Source: an optimization exercise on an open RTL-to-GDS flow (aim: small area, a short achievable clock period and few clock cycles). Production flows keep margins and buffers that such runs may drop.
Only simulation tests tie the RTL to the original design; equivalence was not proved.
Power figures rest on the tool's default switching activity, not on a simulated workload.

alpha:
Design qsc_decoder, start of the top module:
module qsc_decoder (
    input  wire        clk,
    input  wire        rst,
    input  wire        cmd_valid,
    output wire        cmd_ready,
    input  wire [5:0]  cmd_width_m1,
    input  wire [5:0]  cmd_lines_m1,
    input  wire        cmd_hist_reset,
    input  wire [14:0] cmd_nbytes,
    input  wire [7:0]  cmd_fill,
    input  wire        in_valid,
    output wire        in_ready,
    input  wire [7:0]  in_data,
    output wire        out_valid,
    input  wire        out_ready,
    output wire [7:0]  out_pix,
    output wire        done,
    output wire [2:0]  status
);
    localparam [2:0] ST_OK       = 3'd0;
    localparam [2:0] ST_SHORT    = 3'd1;
    localparam [2:0] ST_TRAILING = 3'd2;
    localparam [2:0] ST_SYNTAX   = 3'd7;
    localparam [2:0] S_IDLE = 3'd0;    
    localparam [2:0] S_DEC  = 3'd1;    
    localparam [2:0] S_ERR  = 3'd2;    
    localparam [2:0] S_TAIL = 3'd3;    
    localparam [2:0] S_FIN  = 3'd4;    
    integer i;
    reg [2:0]  state;
    reg        cmd_ready_r;
    reg        in_ready_r;
    reg        done_r;
    reg        done_pend;          
    reg [2:0]  stat;
    reg [5:0]  w_m1;
  ...
Size in the first run: ~1100 flip-flops, roughly 64 I/O pins, roughly 52000 um2 of cells after synthesis.
clock: 12.0 ns
lec_check: 0
cap_margin: 0
core_margin: 2
core_utilization: 40
cts_cluster_diameter: 80
cts_cluster_size: 24
setup_slack_margin: 5
slew_margin: 0
run.sh (not shown) runs the stock make flow with config.mk's settings and CLKGATE_MAP_FILE= SYNTH_SCRIPT=/design/flow/synth_recipe.tcl, a recipe that flattens the netlist after the stock synthesis.
The final layout from alpha, which completed every stage, passed the timing, design-rule and antenna checks at the end of the flow.
Testbench counts of alpha, summed over its fixed seeds: cycles 146,447.
Here is what was changed in the inputs of beta compared with alpha.
Settings: swapping 0 for 10 in SLEW_MARGIN; swapping 0 for 10 in CAP_MARGIN.
### Flow results
Re fraction of layout instances using a drive strength above 1: no difference whatsoever between alpha and beta. Compared beta against alpha; initial antenna violation count within noise. Critical-path maximum fanout: alpha vs beta identical. | area after synthesis | beta vs alpha | ≈ equal |. beta against alpha: minimum setup slack after placement held steady; fmax held. Clock input transition at the sequential cells of the worst setup and hold paths of alpha is on par with beta. Changes observed in beta relative to alpha: final cycle utilization of the critical path saw little to no change, relative area change from synthesis to final layout stayed essentially flat. | routed via count | alpha vs beta | ≈ equal |.
What gamma does differently from beta at the input level:
Settings: SLEW_MARGIN: 10 -> 20; CAP_MARGIN: 10 -> 20.
==> flow/flow/run.sh (new file) <==
#!/bin/bash
set -euo pipefail
sed -E 's/SETUP_SLACK_MARGIN=[-0-9.]+/SETUP_SLACK_MARGIN=6.5/' standard.sh > standard_margin.sh
grep -q 'SETUP_SLACK_MARGIN=6.5' standard_margin.sh
bash standard_margin.sh > standard.log 2>&1
==> flow/standard.sh (new file) <==
#!/bin/bash
# synth_recipe.tcl (not shown) runs the flow's synth.tcl, then flattens the netlist and writes it again
# the make line also repeats each setting of config.mk as NAME=value (left out here)
make -C /OpenROAD-flow-scripts/flow DESIGN_CONFIG=/design/flow/config.mk WORK_HOME=/design/flow/orfs CLKGATE_MAP_FILE= SYNTH_SCRIPT=/design/flow/synth_recipe.tcl "${@:-finish}"
removed: flow/run.sh
Notes after the runs:
- Summary of gamma over beta: worst slew margin relative to its limit has decreased, number of buffer and inverter stages on the critical path has increased.
- beta leaves less setup margin than gamma.
Setup changes, gamma to delta
Settings: an added TNS_END_PERCENT of 5.
==> flow/run.sh (new file) <==
#!/bin/bash
# synth_recipe.tcl (not shown) runs the flow's synth.tcl, then flattens the netlist and writes it again
# the make line also repeats each setting of config.mk as NAME=value (left out here)
make -C /OpenROAD-flow-scripts/flow DESIGN_CONFIG=/design/flow/config.mk WORK_HOME=/design/flow/orfs CLKGATE_MAP_FILE= SYNTH_SCRIPT=/design/flow/synth_recipe.tcl finish
removed: flow/flow/run.sh
removed: flow/standard.sh
Having completed the whole flow, delta delivered a layout that passed the timing, design-rule and antenna checks. When the final numbers for gamma and delta were put side by side, the worst hold slack across all endpoints turned out to be smaller in gamma. Per the comparison of delta with gamma, detailed-route wire length per cell moved down; setup slack of the most critical reg-to-reg path now sits lower. Compared to gamma, the routing of delta uses less wire. Between gamma and delta, the difference in placed cell count is negligible. Taking gamma as the reference, in delta non-filler instance count after layout down 4.3%, flip-flop and latch share of the layout cell area up 5.1 points, global-route wire length before repair down about 5%, number of non-clock buffers down 232. Clock power is lower on delta.
The following lists how epsilon was set up differently from delta:
Settings: swapping 5 for 30 in TNS_END_PERCENT.
Findings:
Setup WNS delta -> epsilon: better
From delta to epsilon the numbers moved as follows: minimum clock period went down 0.044 ns, post-route clock period utilization went down, overall power went up.
Sequential share of layout area was lower in epsilon than in delta.
delta -> epsilon: via count flat
Comparing epsilon with delta, the met2 global-route usage came out essentially unchanged.
Switching component of the power went up slightly going from delta to epsilon.
Going from delta to epsilon, wire length grew slightly.
Changes observed in epsilon relative to delta: design area +about 0.4%; synthesis-to-layout area growth +0.44 points.

---

v6:
qsc_decoder again, from the RTL that the note above started with.
==> flow/config.mk <==
export PLATFORM = sky130hd
export DESIGN_NAME = qsc_decoder
export DESIGN_NICKNAME = qsc_decoder
export VERILOG_FILES = /design/flow/design.v
export SDC_FILE = /design/flow/constraint.sdc
export NUM_CORES = 4
export LEC_CHECK = 0
export CAP_MARGIN = 20
export CORE_MARGIN = 2
export CORE_UTILIZATION = 40
export CTS_BUF_LIST = sky130_fd_sc_hd__clkbuf_8 sky130_fd_sc_hd__clkbuf_16
export CTS_CLUSTER_DIAMETER = 60
export CTS_CLUSTER_SIZE = 30
export SETUP_SLACK_MARGIN = 5
export SLEW_MARGIN = 20
==> flow/constraint.sdc <==
create_clock -name core_clock -period 12.0 [get_ports {clk}]
set_input_delay 2.4000 -clock core_clock [delete_from_list [all_inputs] [get_ports {clk}]]
set_output_delay 2.4000 -clock core_clock [all_outputs]
set_load 0.01 [all_outputs]
Stock flow here: none of the scripts above is used.
Testbench counts of v6, summed over its fixed seeds: cycles 146,447.
For v7, these inputs were changed with respect to v6:
- CTS_CLUSTER_DIAMETER changed from 60 to 80
- PLACE_DENSITY newly set to 0.75
- CTS_BUF_LIST removed (was sky130_fd_sc_hd__clkbuf_8 sky130_fd_sc_hd__clkbuf_16)
- CTS_CLUSTER_SIZE changed from 30 to 24
### Flow results
- v7 | stages: all done | timing, DRC, antenna: all pass
- Endpoint of the worst setup timing path: c_r[6] -> v7, c_r[7] -> v6
- Utilization ends up lower on v7.
- v7 against v6: setup slack went up 0.062 ns; overall track demand over capacity in global routing dropped 1.1 points; post-layout total power -9.8%.

==> port drivers added, routing unchanged <==
No port has a modelled driver above. Below, the same layouts with a new extraction and two added sets of constraints.
Step 1, drivers: a clkbuf_16 drives clk and a buf_2 each remaining input, both assumed.
Step 2 adds t to the input delays and takes it off the output delays; t is the mean of the earliest and latest rising clock arrival at the registers after step 1. Input paths then give back, and output paths get back, about the clock's delay inside the block.
Slacks: ideal / step 1 / step 2; pairs: ideal / step 1.
run | t, ns | slack for setup (ns) | hold WS [ns] | worst setup path at the end | worst data-port slew with drivers (ns)
alpha | 0.764 | 5.220 / 5.220 / 5.220 | 0.397 / 0.397 / 0.397 | register to register | 0.12
beta | 0.764 | 5.220 / 5.220 / 5.220 | 0.397 / 0.397 / 0.397 | register to register | 0.12
gamma | 0.770 | 5.575 / 5.575 / 5.530 | 0.378 / 0.378 / 0.378 | input to register | 0.13
delta | 0.762 | 5.190 / 5.190 / 5.190 | 0.397 / 0.397 / 0.397 | register to register | 0.13
epsilon | 0.762 | 5.234 / 5.234 / 5.222 | 0.395 / 0.395 / 0.395 | input to register | 0.13
v6 | 0.787 | 5.225 / 5.225 / 5.225 | 0.392 / 0.392 / 0.392 | register to register | 0.12
v7 | 0.754 | 5.287 / 5.287 / 5.287 | 0.396 / 0.396 / 0.396 | register to register | 0.15
After both steps every run listed still meets setup and hold. The setup slack of gamma, which loses most, moves by 0.000 ns with the drivers and by -0.045 ns with both steps.
